Background: an optimization exercise with open tools, aiming at small area, a short achievable clock period and few clock cycles per item. Do not read the settings as production practice.

==> inputs of lagoon <==
==> flow/design.v (excerpt) <==
module pq_engine (
    input  wire        clk,
    input  wire        rst,
    input  wire        cmd_valid,
    output wire        cmd_ready,
    input  wire [2:0]  cmd_op,
    input  wire [1:0]  cmd_width,    
    input  wire [3:0]  cmd_x,
    input  wire [3:0]  cmd_y,
    input  wire [7:0]  cmd_rows,     
    input  wire        in_valid,
    output wire        in_ready,
    input  wire [63:0] in_data,
    output reg         out_valid,
    input  wire        out_ready,
    output wire [63:0] out_a,
    output wire [63:0] out_b
);
Settings: LEC_CHECK=0, CAP_MARGIN=20, CORE_MARGIN=2, CORE_UTILIZATION=45, CTS_BUF_LIST=sky130_fd_sc_hd__clkbuf_8, SETUP_SLACK_MARGIN=2.75, SLEW_MARGIN=20; clock period 5.5 ns.
standard.sh (not shown) runs the stock make flow with config.mk's settings and CLKGATE_MAP_FILE= SYNTH_SCRIPT=/design/flow/synth_recipe.tcl, a recipe that flattens the netlist after the stock synthesis.
==> flow/flow/run.sh <==
#!/bin/bash
# Standard layout, with the port buffers made from buf_2 instead of the
# default delay buffers.
export BUFFER_PORTS_ARGS="-buffer_cell sky130_fd_sc_hd__buf_2"
bash standard.sh > standard.log 2>&1
==> violet (differences from lagoon) <==
--- a/flow/design.v
+++ b/flow/design.v
@@ -126,14 +126,40 @@
       4'd12: k = 8'h85;
       4'd13: k = 8'hE4;
       4'd14: k = 8'hC0;
       default: k = 8'h8A;
     endcase
   end
 endmodule
+module pq_rdd0 (
+    input  wire [3:0] y,
+    output reg  [7:0] r0,
+    output reg  [7:0] c0
+);
+  always @(*) begin
+    case (y)
+      4'd0: begin r0 = 8'h00; c0 = 8'h00; end
+      4'd1: begin r0 = 8'hF7; c0 = 8'h03; end
+      4'd2: begin r0 = 8'h53; c0 = 8'hF4; end
+      4'd3: begin r0 = 8'h27; c0 = 8'hBA; end
+      4'd4: begin r0 = 8'hE4; c0 = 8'h96; end
+      4'd5: begin r0 = 8'hC7; c0 = 8'h2A; end
+      4'd6: begin r0 = 8'hBE; c0 = 8'hE1; end
+      4'd7: begin r0 = 8'hA8; c0 = 8'hFC; end
+      4'd8: begin r0 = 8'h5D; c0 = 8'hFD; end
+      4'd9: begin r0 = 8'h4F; c0 = 8'hE6; end
+      4'd10: begin r0 = 8'hEB; c0 = 8'h10; end
+      4'd11: begin r0 = 8'hE8; c0 = 8'h9C; end
+      4'd12: begin r0 = 8'h17; c0 = 8'h92; end
+      4'd13: begin r0 = 8'hD5; c0 = 8'h31; end
+      4'd14: begin r0 = 8'h9D; c0 = 8'h5D; end
+      default: begin r0 = 8'h09; c0 = 8'h83; end
+    endcase
+  end
+endmodule
 module pq_engine (
     input  wire        clk,
     input  wire        rst,
     input  wire        cmd_valid,
     output wire        cmd_ready,
     input  wire [2:0]  cmd_op,
     input  wire [1:0]  cmd_width,    
@@ -173,14 +199,15 @@
     input [7:0] v;
     xi = {1'b0, v[7:1]} ^ (v[0] ? 8'h8E : 8'h00);
   endfunction
   reg        c_act;              
   reg [2:0]  c_op;
   reg [3:0]  c_x, c_y, c_dl, c_cnt;
   reg [7:0]  c_rows;             
+  reg [1:0]  c_tl, c_p0, c_s0;
   reg [7:0]  c_off, c_tq;        
   reg        c_fa;
   reg        first;              
   reg        last;               
   reg        ll;                 
   reg        upd;                
   reg [3:0]  dl;                 
@@ -202,73 +229,75 @@
   assign out_b = acc_b;
   wire keep = !(beat && first);
   always @(posedge clk) begin
     acc_a <= (acc_a & {64{keep}}) ^ (in_data & {64{beat & ea}})
            ^ (prod & {64{beat & c_fa}});
     acc_b <= (acc_b & {64{keep}}) ^ (prod & {64{beat}});
   end
-  wire [7:0] i_gx, i_gnx, i_k1;
-  wire [7:0] i_g4 = (cmd_x[3:2] == 2'd0) ? 8'h01 : (cmd_x[3:2] == 2'd1) ? 8'hD8 :
-                    (cmd_x[3:2] == 2'd2) ? 8'h83 : 8'h7D;
+  wire [7:0] i_gx, i_gnx, i_k1, i_dr0, i_dc0;
   pq_gpow u_gpow (.x(cmd_x), .gx(i_gx), .gnx(i_gnx));
   pq_k1   u_k1   (.x(cmd_x), .y(cmd_y), .k(i_k1));
+  pq_rdd0 u_rdd0 (.y(cmd_y), .r0(i_dr0), .c0(i_dc0));
   wire [3:0] i_w  = (cmd_width == 2'd0) ? 4'd3 : (cmd_width == 2'd1) ? 4'd7 : 4'd15;
   wire       i_x0 = (cmd_x == 4'd0);
   reg  [3:0] i_dl;               
+  reg  [1:0] i_tl;               
   reg  [7:0] i_off, i_tq, i_r0, i_c0;
   wire       i_rec = (cmd_op == OP_RDP) || (cmd_op == OP_RDQ) || (cmd_op == OP_RDD);
   wire       i_dd  = (cmd_op == OP_RDD);
   wire [1:0] i_p0  = (i_rec && i_x0) ? ((i_dd && cmd_y == 4'd1) ? 2'd2 : 2'd1) : 2'd0;
   wire [1:0] i_s0  = (i_rec && cmd_x == 4'd1) ? ((i_dd && cmd_y == 4'd2) ? 2'd3 : 2'd2) :
                      (i_dd && i_x0 && cmd_y == 4'd2) ? 2'd2 : 2'd1;
   always @(*) begin
     i_dl  = i_w;
+    i_tl  = 2'd0;
     i_off = 8'h00;
     i_tq  = 8'h01;
     i_r0  = 8'h01;
     i_c0  = 8'h01;
     case (cmd_op)
       OP_RDP: begin
         i_dl  = i_w - 4'd1;
         i_off = 8'h01;
-        i_tq  = i_g4;                
-        i_r0  = i_x0 ? 8'h02 : i_g4;
-        i_c0  = i_x0 ? 8'h03 : (i_g4 ^ 8'h01);
+        i_tq  = i_gnx;
+        i_r0  = i_x0 ? 8'h02 : i_gnx;
+        i_c0  = i_x0 ? 8'h03 : (i_gnx ^ 8'h01);
       end
       OP_RDQ: begin
         i_dl  = i_w - 4'd1;
         i_off = i_gx;
         i_r0  = i_x0 ? 8'h02 : 8'h01;
         i_c0  = i_x0 ? 8'h03 : (i_gx ^ 8'h01);
       end
       OP_RDD: begin              
         i_dl  = i_w - 4'd2;
+        i_tl  = 2'd1;
         i_off = i_k1;
         i_tq  = i_k1;
-        i_r0  = i_k1;
-        i_c0  = 8'h00;
+        i_r0  = i_x0 ? i_dr0 : i_k1;
+        i_c0  = i_dc0;
       end
       OP_RMW: begin
+        i_tl  = 2'd3;
         i_off = i_gx;
         i_c0  = 8'h00;
       end
+      OP_CHK: i_tl = 2'd1;
       default: ;
     endcase
   end
   wire       rec   = (c_op == OP_RDP) || (c_op == OP_RDQ) || (c_op == OP_RDD);
   wire [7:0] r1    = xt(r);
   wire [7:0] r2    = xt(r1);
   wire [7:0] r3    = xt(r2);
   wire [3:0] pos_n = pos + {2'b00, s};
   wire [7:0] r_n   = (s == 2'd1) ? r1 : (s == 2'd2) ? r2 : r3;
   wire [1:0] s_n   = step(pos_n, rec, c_op == OP_RDD, c_x, c_y);
   wire       d_n   = upd && (dl != 4'd0);        
   wire [1:0] t_n   = upd ? 2'd0 : tix + 2'd1;    
-  wire [1:0] c_tl  = (c_op == OP_CHK || c_op == OP_RDD) ? 2'd1 :    
-                     (c_op == OP_RMW) ? 2'd3 : 2'd0;                 
   wire       l_n   = d_n ? (dl == 4'd1 && c_op == OP_GEN) : (t_n == c_tl);
   reg [7:0] tr_coef;
   reg       tr_ea;
   always @(*) begin
     tr_coef = c_off;
     tr_ea   = 1'b1;
     case (c_op)
@@ -288,34 +317,28 @@
         tr_coef = t_n[1] ? c_off : t_n[0] ? c_tq : 8'h00;
         tr_ea   = t_n[1] || !t_n[0];
       end
       default: ;
     endcase
   end
   wire       c_x0 = (c_x == 4'd0);
-  wire       c_dd = (c_op == OP_RDD);
-  wire [1:0] c_p0 = (rec && c_x0) ? ((c_dd && c_y == 4'd1) ? 2'd2 : 2'd1) : 2'd0;
-  wire [1:0] c_s0 = (rec && c_x == 4'd1) ? ((c_dd && c_y == 4'd2) ? 2'd3 : 2'd2) :
-                    (c_dd && c_x0 && c_y == 4'd2) ? 2'd2 : 2'd1;
   reg  [7:0] c_r0;
   always @(*) begin
     case (c_op)
       OP_RDP:  c_r0 = c_x0 ? 8'h02 : c_tq;
       OP_RDQ:  c_r0 = c_x0 ? 8'h02 : 8'h01;
       OP_RDD:  c_r0 = !c_x0 ? c_tq : (c_y == 4'd1) ? xt(xt(c_tq)) : xt(c_tq);
       default: c_r0 = 8'h01;
     endcase
   end
-  wire [7:0] r_lp = c_x0 ? xt(r) : xi(r);
   wire rowend = beat && last;
   wire c_done = rowend && (c_rows == 8'd0);
   wire again  = rowend && (c_rows != 8'd0);      
   wire act_n  = take || (c_act && !c_done);
-  wire [3:0] cnt_n = take ? ((cmd_op == OP_RDD) ? (i_x0 ? {2'b00, i_p0} : cmd_x) :
-                             (cmd_op == OP_RDP) ? {2'b00, cmd_x[1:0]} : 4'd0)
+  wire [3:0] cnt_n = take ? ((cmd_op == OP_RDD) ? cmd_x : 4'd0)
                           : (c_cnt != 4'd0) ? c_cnt - 4'd1 : 4'd0;
   wire first_n = take || again || (first && !beat);
   wire ov_n    = rowend || (out_valid && !out_ready);
   always @(posedge clk) begin
     if (rst) begin
       c_act     <= 1'b0;
       out_valid <= 1'b0;
@@ -329,37 +352,40 @@
       rdy_free  <= act_n && (cnt_n == 4'd0) && (!first_n || !ov_n);
       rdy_wait  <= act_n && (cnt_n == 4'd0) && first_n && ov_n;
       if (take) begin
         c_op   <= cmd_op;
         c_x    <= cmd_x;
         c_y    <= cmd_y;
         c_dl   <= i_dl;
+        c_tl   <= i_tl;
         c_rows <= cmd_rows;
         c_off  <= i_off;
         c_tq   <= i_tq;
+        c_p0   <= i_p0;
+        c_s0   <= i_s0;
         c_fa   <= (cmd_op == OP_RDP) || (cmd_op == OP_RDD);
       end else begin
         if (rowend) c_rows <= c_rows - 8'd1;
-        if (c_cnt != 4'd0 && !c_x0) c_tq <= xi(c_tq);
+        if (c_cnt != 4'd0) c_tq <= xi(c_tq);
       end
       if (take) begin
         first <= 1'b1;
         last  <= 1'b0;
         ll    <= 1'b0;
         upd   <= (cmd_op != OP_RMW);
         dl    <= i_dl;
         tix   <= 2'd0;
         pos   <= {2'b00, i_p0};
         s     <= i_s0;
         r     <= i_r0;
         coef  <= i_c0;
         ea    <= 1'b1;
       end else if (c_cnt != 4'd0) begin
-        r     <= r_lp;
-        coef  <= r_lp ^ c_off;
+        r     <= xi(r);
+        coef  <= xi(r) ^ c_off;
       end else if (again) begin
         first <= 1'b1;
         last  <= 1'b0;
         ll    <= 1'b0;
         upd   <= (c_op != OP_RMW);
         dl    <= c_dl;
         tix   <= 2'd0;
Settings changed: SETUP_SLACK_MARGIN 2.75 to 3.0.
==> flow_summary.json <==
{
  "synthAdderAreaFrac_pct": 1.66,
  "start_util_pct": 45.3,
  "cp_num_cells": 11,
  "grt_max_degree": 85,
  "status": "timing/DRC/antenna clean",
  "nNetsFinal": 3098,
  "routed-wl-met3_um": 7880,
  "synth_xor_xnor_area_share_pct": 31.7,
  "layout_min_cycle_time_ps": 2960,
  "worstPathCellList": "buf_12, buf_6, xor2_4, xnor2_4, buf_4, clkbuf_16, nand2_1, xnor2_2, xnor3_2, nor2_2, xnor2_1",
  "clock_buffers": 47
}
the above is filed under violet

==> flow_summary.json <==
{
  "status": "timing/DRC/antenna clean",
  "nNetsFinal": 2936,
  "start_util_pct": 45.7,
  "worstPathCellList": "buf_8, inv_6, ha_4, inv_2, fa_2, xor2_4, xnor3_1, a221o_1, and2_4, o32a_1",
  "layout_min_cycle_time_ps": 2840,
  "ys_types": 78,
  "synth_top_area_share_pct": 16.8,
  "synth_xor_xnor_area_share_pct": 30.4,
  "dr.pass1.iters": 5,
  "stdcell_area_sq_um": 23800,
  "routed-wl-met3_um": 4520,
  "synthAdderAreaFrac_pct": 1.61,
  "cp_num_cells": 10,
  "grt_pass1_wl_um": 113000,
  "ys_seq_elements": 209,
  "grt_max_degree": 76
}
the above is filed under lagoon

No functional check of the RTL was part of any run of this note.

what the ideal ports hide:
How much do the figures lean on ideal ports? The routed layouts below were timed once more, with nothing changed but the port constraints.
Step 1 assumes that a clkbuf_16 drives the clock port and a buf_2 every other input.
Step 2 also shifts input and output timing later by t, the mid clock arrival at the registers, as if the neighbouring blocks saw the same clock.
a / b / c = ideal / step 1 / step 2; a / b = the first two.
run | t, ns | setup slack, ns | worst setup path at the end | worst data-port slew with drivers (ns)
lagoon | 0.657 | 2.657 / 2.667 / 2.010 | input to register | 0.11
violet | 0.722 | 2.543 / 2.543 / 2.124 | input to register | 0.17
After both steps every run listed still meets setup and hold. For lagoon, which loses most, drivers alone change the setup slack by +0.010 ns; drivers and shift together by -0.647 ns.
